Context: an optimization exercise on an open-source flow, tuned for small area, a short achievable clock period and few clock cycles. The choices shown serve that exercise and are no tape-out recipe.
Function was checked by simulation only, so behaviour that the tests miss may differ from the original.
No activity file was given, so power comes from the tool's default toggle rates.

## flow/config.mk

```make
export PLATFORM = sky130hd
export DESIGN_NAME = island_engine
export DESIGN_NICKNAME = island_engine
export VERILOG_FILES = /design/flow/design.v
export SDC_FILE = /design/flow/constraint.sdc
export NUM_CORES = 4
export LEC_CHECK = 0
export CAP_MARGIN = 20
export CORE_MARGIN = 2
export CORE_UTILIZATION = 40
export CTS_CLUSTER_DIAMETER = 80
export CTS_CLUSTER_SIZE = 25
export SLEW_MARGIN = 20
```

## flow/flow/run.sh

```bash
#!/bin/bash
set -euo pipefail
export SETUP_SLACK_MARGIN=6.45
export BUFFER_PORTS_ARGS="-buffer_cell sky130_fd_sc_hd__buf_1"
bash standard.sh > standard_flow.log 2>&1
```

## flow/design.v

```verilog
module island_engine (
    input  wire         clk,
    input  wire         rst,
    input  wire         start_valid,
    output reg          start_ready,
    input  wire [63:0]  node_valid,
    input  wire [63:0]  node_lit,
    input  wire [7:0]   min_lit,
    input  wire [6:0]   lit_min,
    input  wire [7:0]   persist,
    input  wire         rebase,
    input  wire         br_valid,
    output reg          br_ready,
    input  wire [5:0]   br_a,
    input  wire [5:0]   br_b,
    input  wire         br_conn,
    input  wire         br_last,
    output reg          done,
    output reg  [6:0]   count,
    output reg  [6:0]   nlit,
    output reg  [6:0]   nvalid,
    output reg  [15:0]  open_br,
    output reg          eval_valid,
    output reg  [1:0]   kind,
    output reg          island_local,
    output reg  [6:0]   base,
    output reg  [6:0]   ref_count,
    output wire [383:0] root,
    output wire [63:0]  counted
);
    localparam S_IDLE = 3'd0;    
    localparam S_BR   = 3'd1;    
    localparam S_BULK = 3'd2;    
    localparam S_CNT  = 3'd3;    
    localparam S_WAIT = 3'd4;    
    reg [2:0] state;
    wire [383:0] lab;
    reg [63:0] t;
    reg [63:0] v;
    reg [63:0] l;
    reg [7:0]  min_lit_q;
    reg [6:0]  lit_min_q;
    reg [7:0]  persist_q;
    reg        a_full;
    reg [5:0]  a_a, a_b;
    reg        a_conn, a_last;
    reg        got_last;         
    reg        r_full, r_used, r_conn, r_last;
    reg [5:0]  r_la, r_lb;
    reg        w_join, w_last;
    reg [5:0]  hi_w, lo_w;
    reg        x_join;
    reg [5:0]  hi_x, lo_x;
    localparam T_NONE = 3'd0, T_V = 3'd1, T_L = 3'd2, T_C = 3'd3, T_S = 3'd4;
    reg [3:0]  grp [0:7];
    reg [2:0]  g_tag;
    reg [5:0]  g_r;
    reg [6:0]  cnt;
    reg [2:0]  c_tag;
    reg [5:0]  c_r;
    reg [3:0]  ph;               
    reg [8:0]  acc;              
    reg        pend_rebase;
    reg [7:0]  up;
    reg [7:0]  down;
    assign counted     = l;
    assign root = lab;
    integer i, k;
    wire start_go = start_valid && start_ready;
    wire idle     = (state == S_IDLE);
    wire a_take   = br_valid && br_ready;
    wire a_go = (state == S_BR) && a_full && !got_last;
    wire [5:0] ua = r_la;
    wire [5:0] ub = r_lb;
    wire       ax  = x_join && (ua == hi_x);
    wire       bx  = x_join && (ub == hi_x);
    wire       aw  = w_join && (ax ? (lo_x == hi_w) : (ua == hi_w));
    wire       bw  = w_join && (bx ? (lo_x == hi_w) : (ub == hi_w));
    wire [1:0] ca  = aw ? 2'd2 : ax ? 2'd1 : 2'd0;
    wire [1:0] cb  = bw ? 2'd2 : bx ? 2'd1 : 2'd0;
    wire [5:0] la  = aw ? lo_w : ax ? lo_x : ua;
    wire [5:0] lb  = bw ? lo_w : bx ? lo_x : ub;
    reg        la_gt, la_ne;
    always @* begin
        case ({ca, cb})
            {2'd0, 2'd0}: begin la_gt = (ua > ub);     la_ne = (ua != ub);     end
            {2'd0, 2'd1}: begin la_gt = (ua > lo_x);   la_ne = (ua != lo_x);   end
            {2'd0, 2'd2}: begin la_gt = (ua > lo_w);   la_ne = (ua != lo_w);   end
            {2'd1, 2'd0}: begin la_gt = (lo_x > ub);   la_ne = (lo_x != ub);   end
            {2'd1, 2'd2}: begin la_gt = (lo_x > lo_w); la_ne = (lo_x != lo_w); end
            {2'd2, 2'd0}: begin la_gt = (lo_w > ub);   la_ne = (lo_w != ub);   end
            {2'd2, 2'd1}: begin la_gt = (lo_w > lo_x); la_ne = (lo_w != lo_x); end
            default:      begin la_gt = 1'b0;          la_ne = 1'b0;           end
        endcase
    end
    wire [5:0] hi_u = la_gt ? la : lb;
    wire [5:0] lo_u = la_gt ? lb : la;
    wire       join_u = r_full && r_used && r_conn && la_ne;
    reg [63:0] eq, sel, mark;
    always @* begin
        for (i = 0; i < 64; i = i + 1) begin
            eq[i]   = (lab[6*i +: 6] == hi_w);
            sel[i]  = idle || (w_join && eq[i]);
            mark[i] = w_join && (eq[i] || lo_w == i[5:0]);
        end
    end
    wire [5:0] lo0 = lo_w & {6{!idle}};
    wire [5:0] lo1 = lo_w | {6{idle}};
    genvar gi;
    generate
        for (gi = 0; gi < 64; gi = gi + 1) begin : g_lab
            localparam integer W = (gi < 2) ? gi : (gi < 4) ? 2 : (gi < 8) ? 3 :
                                   (gi < 16) ? 4 : (gi < 32) ? 5 : 6;
            if (W == 0) begin : g_zero
                assign lab[6*gi +: 6] = 6'd0;
            end else begin : g_bits
                wire [5:0] idx = gi;
                wire [5:0] nl  = (lo0 & ~idx) | (lo1 & idx);
                reg  [W-1:0] q;
                always @(posedge clk)
                    if (sel[gi]) q <= nl[W-1:0];
                if (W == 6) begin : g_full
                    assign lab[6*gi +: 6] = q;
                end else begin : g_part
                    assign lab[6*gi +: 6] = {{(6-W){1'b0}}, q};
                end
            end
        end
    endgenerate
    wire        in_cnt = (state == S_CNT);
    wire        in_bulk = (state == S_BULK) && (ph[3:1] != 3'd0);
    wire [63:0] v_clr = in_cnt ? eq : ~t;
    wire [63:0] v_left = v & ~v_clr;
    reg  [5:0]  first_left;
    always @* begin
        first_left = 6'd0;
        for (i = 63; i >= 0; i = i - 1)
            if (v_left[i]) first_left = i[5:0];
    end
    wire        min1 = (min_lit_q == 8'd1);
    wire [63:0] pc_in = (ph == 4'd0) ? v :
                        l & ({64{ph == 4'd1}} | v_clr);
    reg  [3:0]  grp_c [0:7];
    reg  [7:0]  pb;
    reg         s0, c0, s1, c1, s2, c2, c3, s4, c4, c5;
    always @* begin
        for (i = 0; i < 8; i = i + 1) begin
            pb = pc_in[8*i +: 8];
            {c0, s0} = {1'b0, pb[0]} + {1'b0, pb[1]} + {1'b0, pb[2]};
            {c1, s1} = {1'b0, pb[3]} + {1'b0, pb[4]} + {1'b0, pb[5]};
            {c2, s2} = {1'b0, pb[6]} + {1'b0, pb[7]};
            {c3, grp_c[i][0]} = {1'b0, s0} + {1'b0, s1} + {1'b0, s2};
            {c4, s4} = {1'b0, c0} + {1'b0, c1} + {1'b0, c2};
            {c5, grp_c[i][1]} = {1'b0, s4} + {1'b0, c3};
            grp_c[i][2] = c4 ^ c5;
            grp_c[i][3] = c4 & c5;
        end
    end
    wire [6:0] grp_sum = ({3'd0, grp[0]} + {3'd0, grp[1]}) + ({3'd0, grp[2]} + {3'd0, grp[3]})
                   + ({3'd0, grp[4]} + {3'd0, grp[5]}) + ({3'd0, grp[6]} + {3'd0, grp[7]});
    wire ge = ({1'b0, cnt} >= min_lit_q);
    wire [2:0]  step = ph[2:0] - 3'd4;
    wire [6:0]  c100 = 7'd100;
    wire [9:0]  t_l = c100[step] ? {3'd0, nlit} : 10'd0;
    wire [9:0]  t_v = lit_min_q[step] ? {3'd0, nvalid} : 10'd0;
    wire [9:0]  acc_s = {acc[8], acc} + t_l - t_v;     
    wire        ev_step = (ph >= 4'd4) && (ph <= 4'd10);
    wire        ev_ready = (ph == 4'd11);
    wire [6:0] count_f = (c_tag == T_C) ? count + {6'd0, ge} :
                         (c_tag == T_S) ? (min1 ? cnt : 7'd0) : count;
    wire       gt   = (count_f > ref_count);
    wire       lt   = (count_f < ref_count);
    wire       p0   = (persist_q == 8'd0);
    wire       upc  = ({1'b0, up} + 9'd1 >= {1'b0, persist_q});
    wire       dnc  = ({1'b0, down} + 9'd1 >= {1'b0, persist_q});
    wire       upf  = gt ? upc : p0;
    wire       dnf  = lt ? dnc : p0;
    wire       cgtb = (count_f > base);
    wire       rgtb = (ref_count > base);
    wire wait_done    = (state == S_WAIT) && (g_tag == T_NONE) && (ph >= 4'd12);
    wire state_idle_n = rst || wait_done || (state == S_IDLE && !start_go);
    wire state_br_n   = !rst && ((state == S_IDLE && start_go) || (state == S_BR && !w_last));
    wire a_full_n     = !rst && (a_take || (a_full && !a_go));
    wire got_last_n   = start_go ? 1'b0 : (got_last || (a_go && a_last));
    always @(posedge clk) begin
        done <= 1'b0;
        start_ready <= state_idle_n;
        br_ready    <= !a_full_n || (state_br_n && !got_last_n);
        a_full      <= a_full_n;
        got_last    <= got_last_n;
        if (a_take) begin
            a_a    <= br_a;
            a_b    <= br_b;
            a_conn <= br_conn;
            a_last <= br_last;
        end
        r_full  <= a_go;
        r_la    <= lab[6*a_a +: 6];
        r_lb    <= lab[6*a_b +: 6];
        r_used  <= v[a_a] && v[a_b];
        r_conn  <= a_conn;
        r_last  <= a_go && a_last;
        w_join <= join_u;
        w_last <= r_last;
        hi_w   <= hi_u;
        lo_w   <= lo_u;
        x_join <= w_join;
        hi_x   <= hi_w;
        lo_x   <= lo_w;
        if (r_full && r_used && !r_conn)
            open_br <= open_br + 16'd1;
        if (idle) begin
            open_br <= 16'd0;
            count   <= 7'd0;
        end
        for (k = 0; k < 64; k = k + 1)
            t[k] <= start_go ? (min_lit == 8'd0) : (t[k] || mark[k]);
        for (i = 0; i < 8; i = i + 1)
            grp[i] <= grp_c[i];
        g_tag <= T_NONE;
        if (state == S_BR || state == S_BULK || state == S_CNT) begin
            if (ph == 4'd0) g_tag <= T_V;
            if (ph == 4'd1) g_tag <= T_L;
        end
        g_r   <= hi_w;
        cnt   <= grp_sum;
        c_tag <= g_tag;
        c_r   <= g_r;
        if (c_tag == T_V) nvalid <= cnt;
        if (c_tag == T_L) nlit   <= cnt;
        if (c_tag == T_S || c_tag == T_C) count <= count_f;
        if (ph != 4'd15 && state != S_IDLE) ph <= ph + 4'd1;
        if (ev_step) acc <= acc_s[9:1];
        if (ev_ready) eval_valid <= (nvalid != 7'd0) && !acc[8];
        if (in_cnt || in_bulk) v <= v_left;
        for (k = 0; k < 64; k = k + 1) begin
            if ((in_cnt || (in_bulk && !min1)) && v_clr[k])
                l[k] <= 1'b0;
            else if (c_tag == T_C && c_r == k[5:0])
                l[k] <= ge;
        end
        case (state)
            S_IDLE: begin
                if (start_go) begin
                    v         <= node_valid;
                    l         <= node_lit & node_valid;
                    min_lit_q <= min_lit;
                    lit_min_q <= lit_min;
                    persist_q <= persist;
                    pend_rebase <= pend_rebase | rebase;
                    ph          <= 4'd0;
                    acc         <= 9'd0;
                    state       <= S_BR;
                end
            end
            S_BR: begin
                if (w_last)
                    state <= S_BULK;
            end
            S_BULK: begin
                if (in_bulk) begin
                    g_tag <= T_S;
                    hi_w  <= first_left;
                    state <= (v_left == 64'd0) ? S_WAIT : S_CNT;
                end
            end
            S_CNT: begin
                g_tag <= T_C;
                hi_w  <= first_left;
                if (v_left == 64'd0)
                    state <= S_WAIT;
            end
            S_WAIT: if (wait_done) begin
                if (eval_valid) begin
                    if (pend_rebase) begin
                        pend_rebase  <= 1'b0;
                        base         <= count_f;
                        ref_count    <= count_f;
                        up           <= 8'd0;
                        down         <= 8'd0;
                        island_local <= 1'b0;
                        kind         <= 2'd3;
                    end else begin
                        up           <= upf ? 8'd0 : gt ? up + 8'd1 : 8'd0;
                        down         <= dnf ? 8'd0 : lt ? down + 8'd1 : 8'd0;
                        if (upf || dnf)
                            ref_count <= count_f;
                        kind         <= dnf ? 2'd2 : upf ? 2'd1 : 2'd0;
                        island_local <= (upf || dnf) ? cgtb : rgtb;
                    end
                end else begin
                    kind <= 2'd0;
                end
                done  <= 1'b1;
                state <= S_IDLE;
            end
            default: state <= S_IDLE;
        endcase
        if (rst) begin
            state        <= S_IDLE;
            r_full       <= 1'b0;
            r_last       <= 1'b0;
            w_join       <= 1'b0;
            w_last       <= 1'b0;
            x_join       <= 1'b0;
            g_tag        <= T_NONE;
            c_tag        <= T_NONE;
            done         <= 1'b0;
            pend_rebase  <= 1'b1;
            up           <= 8'd0;
            down         <= 8'd0;
            base         <= 7'd0;
            ref_count    <= 7'd0;
            island_local <= 1'b0;
        end
    end
endmodule
```

## flow/standard.sh

```bash
#!/bin/bash
# synth_recipe.tcl (not shown) runs the flow's synth.tcl, then flattens the netlist and writes it again
# the make line also repeats each setting of config.mk as NAME=value (left out here)
make -C /OpenROAD-flow-scripts/flow DESIGN_CONFIG=/design/flow/config.mk WORK_HOME=/design/flow/orfs CLKGATE_MAP_FILE= SYNTH_SCRIPT=/design/flow/synth_recipe.tcl "${@:-finish}"
```

## flow/constraint.sdc

```tcl
create_clock -name core_clock -period 10.0 [get_ports {clk}]
set_input_delay 2.0000 -clock core_clock [delete_from_list [all_inputs] [get_ports {clk}]]
set_output_delay 2.0000 -clock core_clock [all_outputs]
set_load 0.01 [all_outputs]
```

==> results.sh, run 1 <==
export IMPL_fin_setup_tns_ps=0
export IMPL_portBuffers=612
export IMPL_vias_per_cell=6.37
export IMPL_postSynthAreaPerCell_um2=10.5
export IMPL_clkPwrFrac_pct=16.0
export IMPL_cp_required_ps=10550
export IMPL_ir_worst_vdd_mv=0.228
export IMPL_fp_dieW_um=337
export IMPL_route_met3_wl_mm=30.8
export IMPL_grt_remaining_overflow=0
export IMPL_met2_length_mm=90.4
export IMPL_clock_skew_ps=69.5
export IMPL_netlist_area_mm2=0.0444
export IMPL_multi_input_comb_area_mm2=0.0261
export IMPL_post_route_min_period_ps=4690
export IMPL_hold_viol_final=0
export IMPL_p_seq_share_pct=32.5
export IMPL_grt_pass1_wl_mm=291
export IMPL_antenna_found_initial=41
export IMPL_cp_startpoint="min_lit_q[0]"
export IMPL_highest_layer="met5"
export IMPL_dr_first_iter_drc_count=6524
export IMPL_start_util_pct=40.2
export IMPL_rr_endpoint="ref_count[2]"
export IMPL_fp_dieH_um=337
export IMPL_ys_top_cells_by_area="edfxtp_1 (26%), dfxtp_1 (16%), mux4_2 (13%)"
export IMPL_dpl_hpwl_mm=149
export IMPL_ant_nets=0
export IMPL_timing_fmax_ghz=0.213
export IMPL_criticalPathCategory="register to register"
export IMPL_synth_largest_area_cell="edfxtp_1"
export IMPL_crit_fanout=5
export IMPL_track_usage_pct=35.8
export IMPL_n_fill_cell=10200
export IMPL_p_sw_share_pct=44.8
export IMPL_yosysMostFrequentCell="nand2_1"
export IMPL_switchingPower_mw=6.44
export IMPL_crit_arrival_ps=5240
export IMPL_rsz0062_at_grt="true"
export IMPL_core_mm2=0.111
export IMPL_period_share_pct=46.9
export IMPL_r2r_slack_ps=5310
export IMPL_syn_to_final_growth_pct=22.5
export IMPL_ys_seq_elements=737
export IMPL_cts_buffer_depth=3
export IMPL_grt_max_degree=99
export IMPL_cts_tree="yes"
export IMPL_clkTransAtPathRegs_ps=100
export IMPL_setup_viol=0
export IMPL_cts_buffers=45
export IMPL_outcome="finished clean"
export IMPL_synth_distinct_cells=86
export IMPL_maxCapViolations=0
export IMPL_clock_sinks=737
export IMPL_powerDensity_mw_per_mm2=264
export IMPL_r2r_start="min_lit_q[0]"
export IMPL_slew_viol_final=0
export IMPL_synth_edf_count=382
export IMPL_whs_ps=362
export IMPL_power_leakage_nw=19.7
export IMPL_ios=676
export IMPL_register_area_mm2=0.0186
export IMPL_htreeDepth=2
export IMPL_power_frac_comb_pct=51.5
export IMPL_dp_cells=6156
export IMPL_yosysTopAreaCellShare_pct=25.8
export IMPL_synthCells=4215
export IMPL_row_count=122
export IMPL_r2r_cells=25
export IMPL_end_kind="register"
export IMPL_worstMarginPinSlew_ps=1280
export IMPL_final_cells=6488
export IMPL_ys_flop_type="edfxtp_1"
export IMPL_startpoint_type="register"
export IMPL_num_vias=41300
export IMPL_drive_above_1_share_pct=21.5
export IMPL_final_nets=5310
export IMPL_routedWlPerCell_um=32.6
export IMPL_ctsRootBufferMaster="clkbuf_16"
export IMPL_yosys_warnings=3
export IMPL_p_int_mw=7.94
export IMPL_utilization_pct=49.2
export IMPL_relSlewSlack_pct=14.2
export IMPL_synthArstFlopShare_pct=0
export IMPL_drtPass1Iterations=8
export IMPL_drt_wl_total_mm=212
export IMPL_die_area_mm2=0.114
export IMPL_grt_pass1_vias=38400
export IMPL_netlist_top_cells_count="nand2_1 (498), edfxtp_1 (382), dfxtp_1 (355)"
export IMPL_clock_latency_ps=720
export IMPL_hold_class="register to register"
export IMPL_gp_congestion=1.01
export IMPL_ys_seq_area_share_pct=41.8
export IMPL_cp_endpoint="ref_count[2]"
export IMPL_drc=0
export IMPL_wl_met1_mm=74.0
critical path, stage by stage, from the launching register on:
cell,delay [ps]
edfxtp_1,410
ha_1,290
nand2b_4,130
a21o_1,150
a21o_1,140
a21o_1,150
a21o_1,150
a21o_1,190
a21oi_2,130
nor2_2,60
ha_2,190
ha_4,170
nand2_4,80
nor2_4,50
a311oi_4,340
ha_1,310
a21o_1,170
a21oi_2,130
nor2b_2,90
nor3_4,230
and3_4,250
a2111oi_4,50
buf_4,160
a21oi_4,260
mux2i_1,240
nor2_1,50
metal layers:
metal | GRT usage, % | vias up
met5 | 0 | -
met4 | 22.8 | 50
met3 | 12.7 | 776
met2 | 52.7 | 3264
met1 | 44.7 | 20300
li1 | - | 16900
registers in the layout, summed over array words and instances (netlist names), 8 cells and up:
register / flops
acc: 9
open_br: 16
min_lit_q: 8
v: 64
g_lab.g_bits.q: 321
up: 8
l: 64
t: 64
down: 8
grp: 32
persist_q: 8
how the worst min path moves through the flow:
stage,from,endpoint,slack [ps],cells after the start
3_5_place_dp,a_conn,r_conn,340,0
3_3_place_gp,a_conn,r_conn,330,0
4_1_cts,a_conn,r_conn,370,0
6_report,a_conn,r_conn,360,0
2_1_floorplan,a_conn,r_conn,320,0
5_1_grt,a_conn,r_conn,380,0
kinds of logic after synthesis:
group / share of synthesized area, %
xor+xnor: 7.49
flops: 41.8
other cells: 0.00844
buf+inv: 5.08
fa+ha+maj: 6.42
simple gates: 13.2
compound gates: 12.6
mux: 13.4
layout make-up:
| class | instances | share of cell area, % |
|---|---|---|
| timing repair buffer | 943 | 10.2 |
| antenna | 14 | 0.0644 |
| multi-input combinational | 3069 | 48.0 |
| clock inverter | 29 | 0.802 |
| tap | 1488 | 3.42 |
| clock buffer | 55 | 2.23 |
| sequential | 737 | 34.2 |
| inverter | 152 | 1.10 |
| timing repair inverter | 1 | 0.0161 |
power groups by stage:
stage	Combinational, mW	Clock (mW)	Sequential (mW)
2_1_floorplan	3.76	0	4.39
3_3_place_gp	5.36	0	4.83
3_5_place_dp	5.43	0	4.84
4_1_cts	6.59	2.30	4.62
5_1_grt	7.86	2.39	4.70
6_report	7.41	2.30	4.68
layout by cell type, fill, tap and decap left out, types with 23 or more instances in the layout:
master	n
inv_1	134
xnor2_1	148
nor2_1	255
buf_6	29
a21oi_2	42
buf_12	23
buf_4	256
o221ai_1	31
conb_1	63
mux2i_1	25
buf_1	611
dfxtp_1	339
ha_1	105
edfxtp_1	382
and3_1	49
a2111oi_0	27
a31o_2	29
fa_1	41
ha_4	23
nor3_1	45
o21ai_0	244
a221oi_1	53
nand4_1	36
nand2b_1	31
xor2_1	216
mux4_2	247
a211oi_1	33
a21oi_1	177
nor2b_1	34
nand3_1	112
clkbuf_16	48
nand2_1	474
stage by stage:
step                      instance area [µm²]  total power [mW]  setup WS [ps]
after global routing                    54400              15.0           5070
after CTS                               52700              13.5           5260
final                                   54400              14.4           5310
after floorplan                         44800              8.15           5560
after global placement                  48100              10.2           4570
after detailed placement                48200              10.3           4480
repair_timing:
item,4_1_cts,5_1_grt
hold buffers,0,0
pin swaps,104,134
setup buffers,138,81
resized for setup,333,213
gates cloned,14,1
setup endpoints to repair,250,84
Testbench counts, summed over its fixed seeds: cycles 19,413.
==> inputs of run 2 (changes only) <==
--- a/flow/design.v
+++ b/flow/design.v
@@ -35,3 +35,6 @@
     localparam S_WAIT = 3'd4;    
+    localparam S_POST = 3'd5;    
     reg [2:0] state;
+    reg       st_bulk, st_cnt;   
+    reg       init;              
     wire [383:0] lab;
@@ -47,4 +50,4 @@
     reg        got_last;         
-    reg        r_full, r_used, r_conn, r_last;
-    reg [5:0]  r_la, r_lb;
+    reg        r_full, r_first, r_used, r_conn, r_last;
+    reg [5:0]  r_a, r_b, r_la, r_lb;
     reg        w_join, w_last;
@@ -60,3 +63,3 @@
     reg [5:0]  c_r;
-    reg [3:0]  ph;               
+    reg [4:0]  ph;               
     reg [8:0]  acc;              
@@ -69,7 +72,6 @@
     wire start_go = start_valid && start_ready;
-    wire idle     = (state == S_IDLE);
     wire a_take   = br_valid && br_ready;
     wire a_go = (state == S_BR) && a_full && !got_last;
-    wire [5:0] ua = r_la;
-    wire [5:0] ub = r_lb;
+    wire [5:0] ua = r_first ? r_a : r_la;
+    wire [5:0] ub = r_first ? r_b : r_lb;
     wire       ax  = x_join && (ua == hi_x);
@@ -102,3 +104,3 @@
             eq[i]   = (lab[6*i +: 6] == hi_w);
-            sel[i]  = idle || (w_join && eq[i]);
+            sel[i]  = init || (w_join && eq[i]);
             mark[i] = w_join && (eq[i] || lo_w == i[5:0]);
@@ -106,4 +108,4 @@
     end
-    wire [5:0] lo0 = lo_w & {6{!idle}};
-    wire [5:0] lo1 = lo_w | {6{idle}};
+    wire [5:0] lo0 = lo_w & {6{!init}};
+    wire [5:0] lo1 = lo_w | {6{init}};
     genvar gi;
@@ -129,4 +131,4 @@
     endgenerate
-    wire        in_cnt = (state == S_CNT);
-    wire        in_bulk = (state == S_BULK) && (ph[3:1] != 3'd0);
+    wire        in_cnt = st_cnt;
+    wire        in_bulk = st_bulk && (ph[4:1] != 4'd0);
     wire [63:0] v_clr = in_cnt ? eq : ~t;
@@ -140,4 +142,4 @@
     wire        min1 = (min_lit_q == 8'd1);
-    wire [63:0] pc_in = (ph == 4'd0) ? v :
-                        l & ({64{ph == 4'd1}} | v_clr);
+    wire [63:0] pc_in = (ph == 5'd0) ? v :
+                        l & ({64{ph == 5'd1}} | v_clr);
     reg  [3:0]  grp_c [0:7];
@@ -161,13 +163,12 @@
     wire ge = ({1'b0, cnt} >= min_lit_q);
-    wire [2:0]  step = ph[2:0] - 3'd4;
-    wire [6:0]  c100 = 7'd100;
-    wire [9:0]  t_l = c100[step] ? {3'd0, nlit} : 10'd0;
-    wire [9:0]  t_v = lit_min_q[step] ? {3'd0, nvalid} : 10'd0;
-    wire [9:0]  acc_s = {acc[8], acc} + t_l - t_v;     
-    wire        ev_step = (ph >= 4'd4) && (ph <= 4'd10);
-    wire        ev_ready = (ph == 4'd11);
-    wire [6:0] count_f = (c_tag == T_C) ? count + {6'd0, ge} :
-                         (c_tag == T_S) ? (min1 ? cnt : 7'd0) : count;
-    wire       gt   = (count_f > ref_count);
-    wire       lt   = (count_f < ref_count);
+    wire [3:0]  sstep = ph[3:0] - 4'd4;
+    wire [2:0]  step  = sstep[3:1];
+    wire [6:0]  c100  = 7'd100;
+    wire [9:0]  t_l   = c100[step] ? {3'd0, nlit} : 10'd0;
+    wire [9:0]  t_v   = lit_min_q[step] ? {3'd0, nvalid} : 10'd0;
+    wire [9:0]  acc_s = {acc[8], acc} + (sstep[0] ? (10'd0 - t_v) : t_l);
+    wire        ev_step  = (ph >= 5'd4) && (ph <= 5'd17);
+    wire        ev_ready = (ph == 5'd18);
+    wire       gt   = (count > ref_count);
+    wire       lt   = (count < ref_count);
     wire       p0   = (persist_q == 8'd0);
@@ -177,6 +178,5 @@
     wire       dnf  = lt ? dnc : p0;
-    wire       cgtb = (count_f > base);
+    wire       cgtb = (count > base);
     wire       rgtb = (ref_count > base);
-    wire wait_done    = (state == S_WAIT) && (g_tag == T_NONE) && (ph >= 4'd12);
-    wire state_idle_n = rst || wait_done || (state == S_IDLE && !start_go);
+    wire state_idle_n = rst || (state == S_POST) || (state == S_IDLE && !start_go);
     wire state_br_n   = !rst && ((state == S_IDLE && start_go) || (state == S_BR && !w_last));
@@ -186,3 +186,6 @@
         done <= 1'b0;
+        init <= 1'b0;
         start_ready <= state_idle_n;
+        st_bulk     <= !rst && ((state == S_BR && w_last) || (state == S_BULK && !in_bulk));
+        st_cnt      <= !rst && (in_cnt || in_bulk) && (v_left != 64'd0);
         br_ready    <= !a_full_n || (state_br_n && !got_last_n);
@@ -197,2 +200,5 @@
         r_full  <= a_go;
+        r_first <= init;
+        r_a     <= a_a;
+        r_b     <= a_b;
         r_la    <= lab[6*a_a +: 6];
@@ -211,3 +217,3 @@
             open_br <= open_br + 16'd1;
-        if (idle) begin
+        if (init) begin
             open_br <= 16'd0;
@@ -216,3 +222,3 @@
         for (k = 0; k < 64; k = k + 1)
-            t[k] <= start_go ? (min_lit == 8'd0) : (t[k] || mark[k]);
+            t[k] <= !init && (t[k] || mark[k]);
         for (i = 0; i < 8; i = i + 1)
@@ -221,4 +227,4 @@
         if (state == S_BR || state == S_BULK || state == S_CNT) begin
-            if (ph == 4'd0) g_tag <= T_V;
-            if (ph == 4'd1) g_tag <= T_L;
+            if (ph == 5'd0) g_tag <= T_V;
+            if (ph == 5'd1) g_tag <= T_L;
         end
@@ -230,5 +236,6 @@
         if (c_tag == T_L) nlit   <= cnt;
-        if (c_tag == T_S || c_tag == T_C) count <= count_f;
-        if (ph != 4'd15 && state != S_IDLE) ph <= ph + 4'd1;
-        if (ev_step) acc <= acc_s[9:1];
+        if (c_tag == T_S && min1) count <= cnt;
+        if (c_tag == T_C && ge) count <= count + 7'd1;
+        if (ph != 5'd31 && state != S_IDLE) ph <= ph + 5'd1;
+        if (ev_step) acc <= sstep[0] ? acc_s[9:1] : acc_s[8:0];
         if (ev_ready) eval_valid <= (nvalid != 7'd0) && !acc[8];
@@ -250,3 +257,4 @@
                     pend_rebase <= pend_rebase | rebase;
-                    ph          <= 4'd0;
+                    init        <= 1'b1;
+                    ph          <= 5'd0;
                     acc         <= 9'd0;
@@ -272,3 +280,7 @@
             end
-            S_WAIT: if (wait_done) begin
+            S_WAIT: begin
+                if (g_tag == T_NONE && ph >= 5'd19)
+                    state <= S_POST;
+            end
+            S_POST: begin
                 if (eval_valid) begin
@@ -276,4 +288,4 @@
                         pend_rebase  <= 1'b0;
-                        base         <= count_f;
-                        ref_count    <= count_f;
+                        base         <= count;
+                        ref_count    <= count;
                         up           <= 8'd0;
@@ -286,3 +298,3 @@
                         if (upf || dnf)
-                            ref_count <= count_f;
+                            ref_count <= count;
                         kind         <= dnf ? 2'd2 : upf ? 2'd1 : 2'd0;
@@ -308,2 +320,3 @@
             done         <= 1'b0;
+            init         <= 1'b0;
             pend_rebase  <= 1'b1;
==> flow/flow/run.sh (replaced) <==
#!/bin/bash
set -euo pipefail
export SETUP_SLACK_MARGIN=6.4
export BUFFER_PORTS_ARGS="-buffer_cell sky130_fd_sc_hd__buf_1"
bash standard.sh > standard_flow.log 2>&1
--- a/flow/config.mk
+++ b/flow/config.mk
@@ -10,4 +10,2 @@
 export CORE_UTILIZATION = 40
-export CTS_CLUSTER_DIAMETER = 80
-export CTS_CLUSTER_SIZE = 25
 export SLEW_MARGIN = 20
==> run 2 against run 1 <==
  * Maximum frequency increased by 27%
  * Via count fell by 2.1%
  * Clock skew shrank 21 ps
  * Sequential power is 3% higher
  * Count of clock-buffer cells in the layout grew 67
  * Area after synthesis increased by 1.5%
  * Clock power up 49%
  * Non-clock buffer count down 141
  * Setup slack better by 990 ps
  * Sequential share of layout area up 0.95 points
  * Critical path depth fell by 5
  * Combinational power decreased by 5.7%
  * Largest cell class unchanged
==> results.sh, run 2 <==
export IMPL_criticalPathCategory="register to register"
export IMPL_grt_pass1_wl_mm=278
export IMPL_post_route_min_period_ps=3700
export IMPL_grt_remaining_overflow=0
export IMPL_die_area_mm2=0.116
export IMPL_hp_start="a_conn"
export IMPL_yosysMostFrequentCell="edfxtp_1"
export IMPL_critPathTopFamily="compound AO/OA/AOI/OAI gates"
export IMPL_final_cell_mix="buf_1 (611), edfxtp_1 (382), nand2_1 (370)"
export IMPL_cts_buffers=89
export IMPL_clkPwrFrac_pct=22.5
export IMPL_layout_commonest_cell="buf_1"
export IMPL_regMostFlops="g_lab.g_bits.q"
export IMPL_clkTransAtPathRegs_ps=60
export IMPL_largest_reg_flops=321
export IMPL_vias_per_cell=6.29
export IMPL_maxCapViolations=0
export IMPL_grt_max_degree=110
export IMPL_hold_class="register to register"
export IMPL_cp_required_ps=10600
export IMPL_grt_pass1_vias=37500
export IMPL_gp_congestion=0.980
export IMPL_drtPass1Iterations=6
export IMPL_row_count=123
export IMPL_p_sw_share_pct=42.2
export IMPL_synth_edf_count=382
export IMPL_rsz0062_at_grt="true"
export IMPL_hold_end="r_conn"
export IMPL_power_leakage_nw=20.1
export IMPL_synthCells=4229
export IMPL_slowest_stage="dfxtp_4"
export IMPL_drc=0
export IMPL_syn_to_final_growth_pct=19.5
export IMPL_ys_top_cells_by_area="edfxtp_1 (25%), dfxtp_1 (17%), mux4_2 (12%)"
export IMPL_ys_seq_area_share_pct=41.9
export IMPL_cp_depth=20
export IMPL_switchingPower_mw=6.44
export IMPL_yosysTopAreaCellShare_pct=25.4
export IMPL_portBuffers=612
export IMPL_synth_distinct_cells=89
export IMPL_n_fill_cell=10500
export IMPL_crit_chain="clkinvlp_4, ha_4, mux2i_1, nor2_1, a31oi_1, o21ai_2, nand2_2, ha_4, a22o_1, ha_1, a21o_1, a21oi_2, o21bai_1, a21oi_2, o21bai_2, a21oi_2, xnor2_2, buf_4, nand2_2, a31oi_1"
export IMPL_antenna_found_initial=10
export IMPL_register_area_mm2=0.0190
export IMPL_outcome="finished clean"
export IMPL_holdBufCountCts=0
export IMPL_whs_ps=342
export IMPL_dp_cells=6140
export IMPL_num_vias=40500
export IMPL_netlist_area_mm2=0.0451
export IMPL_hold_path_depth=0
export IMPL_period_share_pct=37.0
export IMPL_multi_input_comb_area_mm2=0.0251
export IMPL_p_seq_share_pct=31.7
export IMPL_start_util_pct=40.2
export IMPL_ios=676
export IMPL_htreeDepth=3
export IMPL_netlist_top_cells_count="edfxtp_1 (382), nand2_1 (375), dfxtp_1 (372)"
export IMPL_dr_first_iter_drc_count=5327
export IMPL_fp_dieW_um=340
export IMPL_ant_nets=0
export IMPL_crit_arrival_ps=4300
export IMPL_powerDensity_mw_per_mm2=283
export IMPL_ys_seq_elements=754
export IMPL_hold_viol_final=0
export IMPL_ys_flop_type="edfxtp_1"
export IMPL_drive_above_1_share_pct=16.6
export IMPL_dpl_hpwl_mm=144
export IMPL_cts_buffer_depth=3
export IMPL_yosys_warnings=3
export IMPL_cp_num_buf_inv=2
export IMPL_power_frac_comb_pct=45.8
export IMPL_crit_fanout=4
export IMPL_final_nets=5218
export IMPL_drt_wl_total_mm=202
export IMPL_startpoint_type="register"
export IMPL_cts_tree="yes"
export IMPL_relSlewSlack_pct=21.4
export IMPL_worstMarginPinSlew_ps=1180
export IMPL_clock_skew_ps=48.7
export IMPL_cpMostUsedCell="a21oi_2"
export IMPL_rr_endpoint="acc[7]"
export IMPL_p_int_mw=8.82
export IMPL_timing_fmax_ghz=0.270
export IMPL_fp_dieH_um=340
export IMPL_routedWlPerCell_um=31.4
export IMPL_synth_largest_area_cell="edfxtp_1"
export IMPL_fin_setup_tns_ps=0
export IMPL_max_stage_delay_ps=360
export IMPL_final_cells=6437
export IMPL_ctsRootBufferMaster="clkbuf_16"
export IMPL_setup_viol=0
export IMPL_end_kind="register"
export IMPL_r2r_start="ph[2]"
export IMPL_track_usage_pct=33.2
export IMPL_synthArstFlopShare_pct=0
export IMPL_ir_worst_vdd_mv=0.257
export IMPL_clock_sinks=754
export IMPL_clock_latency_ps=710
export IMPL_r2r_cells=20
export IMPL_r2r_slack_ps=6300
export IMPL_slew_viol_final=0
export IMPL_core_mm2=0.112
export IMPL_postSynthAreaPerCell_um2=10.7
-- run 2: cell types whose count changed in the layout (fill, tap and decap cells not counted), moves of 50 or more --
cell | before | now
a21oi_1 | 177 | 263
a21o_1 | 16 | 66
nand3_1 | 112 | 168
buf_4 | 256 | 143
o211ai_1 | 4 | 57
nand2_1 | 474 | 370
-- run 2: layer usage --
layer / up-vias / wire, µm / GRT usage, %
li1: 16800 / - / -
met4: 12 / 13100 / 18.1
met1: 20000 / 75500 / 44.1
met3: 534 / 25500 / 8.71
met5: - / 87 / 0
met2: 3092 / 87800 / 49.5
-- run 2: repair_timing --
item                                    CTS  global route
cloned                                    2             7
endpoints found under the setup margin  102            58
setup buffers                            49            67
resized for setup                       101           141
pin swaps                                21            67
-- run 2: cell families (layout without fill, tap and decap cells) --
group	Yosys count	in the layout	share of synthesized area, %
buffers and inverters	466	1104	4.77
adder cells (fa/ha/maj)	192	192	6.26
XOR/XNOR	395	395	7.67
AND/OR/NAND/NOR	1227	1227	13.3
flip-flops	754	754	41.9
AO/OA/AOI/OAI	890	890	12.4
multiplexers	304	304	13.7
other	1	71	0.00831
-- run 2: area by class of cell --
cell class | instances | share of cell area (%)
Inverter | 137 | 0.993
Clock inverter | 42 | 0.970
Tap cell | 1500 | 3.48
Multi-Input combinational cell | 3071 | 46.6
Timing Repair inverter | 1 | 0.00928
Antenna cell | 8 | 0.0371
Sequential cell | 754 | 35.2
Clock buffer | 122 | 4.66
Timing Repair Buffer | 802 | 8.04
-- run 2: worst max-delay path by stage --
stage / startpoint / to / slack (ps)
after detailed placement: hi_w[0] / grp[3][2] / 5200
after floorplan: start_valid / lit_min_q[0] / 6420
final: ph[2] / acc[7] / 6300
after global routing: ph[2] / acc[7] / 6100
after global placement: hi_w[1] / grp[3][2] / 5260
after CTS: hi_w[0] / grp[3][2] / 6310
-- run 2: through the flow --
stage	area (µm²)	utilization, %	power [mW]	worst slack [ps]
after floorplan	45400	-	8.66	6420
after global placement	48600	43.3	10.7	5260
after detailed placement	48600	43.3	10.9	5200
after CTS	52600	46.9	14.6	6310
after global routing	53900	48.0	16.0	6100
final	53900	48.1	15.3	6300
-- run 2: power by group through the flow --
stage / combinational (mW) / clock, mW / sequential [mW]
final: 6.99 / 3.43 / 4.84
after floorplan: 4.15 / 0 / 4.52
after detailed placement: 5.92 / 0 / 4.95
after CTS: 6.41 / 3.45 / 4.78
after global routing: 7.53 / 3.57 / 4.85
after global placement: 5.78 / 0 / 4.94
-- run 2: worst reg2reg max path, stage by stage (launching register included) --
cell and delay, ps:
dfxtp_4 360, clkinvlp_4 120, ha_4 320, mux2i_1 210, nor2_1 70, a31oi_1 180, o21ai_2 130, nand2_2 100
ha_4 210, a22o_1 230, ha_1 290, a21o_1 190, a21oi_2 180, o21bai_1 100, a21oi_2 210, o21bai_2 100
a21oi_2 190, xnor2_2 130, buf_4 130, nand2_2 40, a31oi_1 140
Testbench counts of run 2, summed over its fixed seeds: cycles 19,605.
==> inputs of run 3 (changes only) <==
==> flow/flow/run.sh (replaced) <==
#!/bin/bash
set -euo pipefail
export SETUP_SLACK_MARGIN=6.6
export BUFFER_PORTS_ARGS="-buffer_cell sky130_fd_sc_hd__buf_1"
bash standard.sh > standard_flow.log 2>&1
==> run 3 against run 2 <==
  * Area after synthesis stayed put
  * Via count increased by 3.6%
  * Global-route usage up 0.77 points
  * Sequential cell count unchanged
  * Power up 8.8%
  * Non-clock buffer count is 288 higher
  * Hold slack improved by 2.1 ps
  * Clock power about the same
  * Largest power group unchanged
  * Critical path depth shrank 1
  * Setup slack better by 130 ps
  * Cell count is 4.4% higher
==> results.sh, run 3 <==
export IMPL_fp_dieW_um=340
export IMPL_netlist_area_mm2=0.0451
export IMPL_synthArstFlopShare_pct=0
export IMPL_worstMarginPinSlew_ps=1310
export IMPL_routedWlPerCell_um=31.3
export IMPL_dr_first_iter_drc_count=6010
export IMPL_hold_viol_final=0
export IMPL_post_synth_and_or_nand_nor_area_fraction_pct=13.3
export IMPL_ir_worst_vdd_mv=0.251
export IMPL_synthCells=4229
export IMPL_synth_xor_area_share_pct=7.67
export IMPL_clock_skew_ps=53.1
export IMPL_timing_fmax_ghz=0.280
export IMPL_cp_required_ps=10600
export IMPL_slew_viol_final=0
export IMPL_synth_top_family_by_area="multiplexers"
export IMPL_postSynthAreaPerCell_um2=10.7
export IMPL_portBuffers=612
export IMPL_grt_max_degree=180
export IMPL_whs_ps=344
export IMPL_post_route_min_period_ps=3570
export IMPL_final_cells=6720
export IMPL_ys_seq_elements=754
export IMPL_ys_top_cells_by_area="edfxtp_1 (25%), dfxtp_1 (17%), mux4_2 (12%)"
export IMPL_gp_congestion=0.976
export IMPL_start_util_pct=40.2
export IMPL_drive_above_1_share_pct=25.5
export IMPL_synth_area_mux_share_pct=13.7
export IMPL_clock_latency_ps=720
export IMPL_yosys_warnings=3
export IMPL_yosysMostFrequentCell="edfxtp_1"
export IMPL_clock_sinks=754
export IMPL_relSlewSlack_pct=12.6
export IMPL_antenna_found_initial=5
export IMPL_synth_distinct_cells=89
export IMPL_criticalPathCategory="register to register"
export IMPL_largest_reg_flops=321
export IMPL_synth_compound_area_share_pct=12.4
export IMPL_netlist_top_cells_count="edfxtp_1 (382), nand2_1 (375), dfxtp_1 (372)"
export IMPL_maxCapViolations=0
export IMPL_ctsRootBufferMaster="clkbuf_16"
export IMPL_powerDensity_mw_per_mm2=288
export IMPL_track_usage_pct=34.0
export IMPL_crit_arrival_ps=4170
export IMPL_die_area_mm2=0.116
export IMPL_fp_dieH_um=340
export IMPL_dp_cells=6135
export IMPL_final_nets=5504
export IMPL_power_leakage_nw=22.0
export IMPL_cts_tree="yes"
export IMPL_grt_remaining_overflow=0
export IMPL_period_share_pct=35.7
export IMPL_regMostFlops="g_lab.g_bits.q"
export IMPL_cts_buffer_depth=3
export IMPL_total_power_mw=16.6
export IMPL_layout_commonest_cell="buf_1"
export IMPL_ios=676
export IMPL_clkTransAtPathRegs_ps=60
export IMPL_synth_largest_area_cell="edfxtp_1"
export IMPL_row_count=123
export IMPL_core_mm2=0.112
export IMPL_num_vias=41900
export IMPL_ant_nets=0
export IMPL_outcome="finished clean"
export IMPL_htreeDepth=3
export IMPL_ys_seq_area_share_pct=41.9
export IMPL_holdBufCountCts=0
export IMPL_final_cell_mix="buf_1 (521), buf_4 (383), edfxtp_1 (382)"
export IMPL_hold_class="register to register"
export IMPL_setup_viol=0
export IMPL_drt_wl_total_mm=210
export IMPL_grt_pass1_wl_mm=284
export IMPL_drc=0
export IMPL_drtPass1Iterations=8
export IMPL_cts_buffers=87
export IMPL_fin_setup_tns_ps=0
export IMPL_syn_to_final_growth_pct=28.0
export IMPL_grt_pass1_vias=38400
export IMPL_yosysTopAreaCellShare_pct=25.4
export IMPL_end_kind="register"
export IMPL_r2r_slack_ps=6430
export IMPL_n_fill_cell=10000
export IMPL_synth_edf_count=382
export IMPL_synth_adder_area_share_pct=6.26
export IMPL_dpl_hpwl_mm=145
export IMPL_rsz0062_at_grt="true"
export IMPL_ys_flop_type="edfxtp_1"
export IMPL_crit_fanout=4
export IMPL_startpoint_type="register"
export IMPL_vias_per_cell=6.24
[run 3: cell type report]
class                           count  area [µm²]  share of cell area, %
Clock buffer                      114        2410                   4.17
Multi-Input combinational cell   3071       26100                   45.2
Antenna cell                        4        10.0                 0.0173
Sequential cell                   754       19000                   32.9
Timing Repair Buffer             1090        7210                   12.5
Timing Repair inverter              1        5.00                0.00867
Clock inverter                     49         603                   1.04
Tap cell                         1500        1880                   3.25
Inverter                          137         548                  0.949
[run 3: report_power, final]
group | leakage (nW) | switching (mW) | internal, mW
sequential | 6.61 | 0.756 | 4.04
combinational | 14.0 | 4.82 | 3.60
clock | 1.46 | 1.45 | 1.95
total | 22.0 | 7.02 | 9.59
[run 3: repair_timing]
action	CTS	global route
endpoints found under the setup margin	293	174
gates cloned	5	11
gates resized for setup	277	304
setup buffers	206	196
pin swaps	47	138
[run 3: path summary, 6_finish.rpt]
check / startpoint / to / cells past startpoint
hold reg to reg: a_conn / r_conn / 0
setup / recovery: ph[3] / acc[8] / 19
hold / removal: a_conn / r_conn / 0
setup reg to reg: ph[3] / acc[8] / 19
[run 3: routing by layer]
layer,part of all wire [%],vias to the layer above,global-route usage [%]
met5,0.010,-,0
met4,7.2,4,18.8
met3,14,669,11.3
met2,43,3383,50.0
met1,36,20500,44.1
li1,-,17400,-
[run 3: critical path: stages, from the launching register on]
cell	delay, ps
dfxtp_4	360
inv_4	40
ha_4	250
mux2i_1	120
nor2_1	110
a31oi_1	70
o21ai_2	280
nand2_2	120
ha_4	240
a22o_1	230
ha_1	280
a21o_1	170
a21oi_2	140
o21bai_1	100
a21oi_2	170
o21bai_2	110
buf_4	140
a311oi_1	220
o221ai_1	180
a21oi_1	160
[run 3: kinds of logic after synthesis]
family,after synthesis
adder cells (fa/ha/maj),192
AO/OA/AOI/OAI,890
AND/OR/NAND/NOR,1227
other,1
multiplexers,304
buffers and inverters,466
flip-flops,754
XOR/XNOR,395
[run 3: metrics by stage]
| step | worst slack [ps] | cell area [µm²] | utilization [%] |
|---|---|---|---|
| 5_1_grt | 6240 | 57700 | 51.5 |
| 3_5_place_dp | 5220 | 48600 | 43.3 |
| 2_1_floorplan | 6600 | 45400 | - |
| 3_3_place_gp | 5290 | 48500 | 43.3 |
| 6_report | 6430 | 57700 | 51.5 |
| 4_1_cts | 6500 | 54500 | 48.6 |

re-timing with driven ports:
The flow's constraints put no driver on any port. The routed layouts listed below were extracted and timed again, unchanged, in two steps.
Step 1 (the two cells are an assumption about what drives the block):
set clk [get_ports {clk}]
set_driving_cell -lib_cell sky130_fd_sc_hd__clkbuf_16 $clk
set_driving_cell -lib_cell sky130_fd_sc_hd__buf_2 [delete_from_list [all_inputs] $clk]
Step 2 adds t to the input delays and takes it off the output delays; t is the mean of the earliest and latest rising clock arrival at the registers after step 1. Input paths then give back, and output paths get back, about the clock's delay inside the block.
a / b / c = ideal ports / drivers / drivers and shift; a / b = the first two.
| run | t, ns | setup slack, ns | worst setup path at the end | latest minus earliest clock arrival (ns) | worst register clock-pin slew, ns |
|---|---|---|---|---|---|
| run 1 | 0.767 | 5.311 / 5.311 / 5.311 | register to register | 0.080 / 0.080 | 0.12 / 0.12 |
| run 2 | 0.768 | 6.302 / 6.302 / 5.645 | input to register | 0.053 / 0.053 | 0.07 / 0.07 |
| run 3 | 0.773 | 6.428 / 6.428 / 5.972 | input to register | 0.058 / 0.058 | 0.07 / 0.07 |
After both steps setup and hold are still met in every run listed. The setup slack of run 2, which loses most, moves by 0.000 ns with the drivers and by -0.657 ns with both steps.
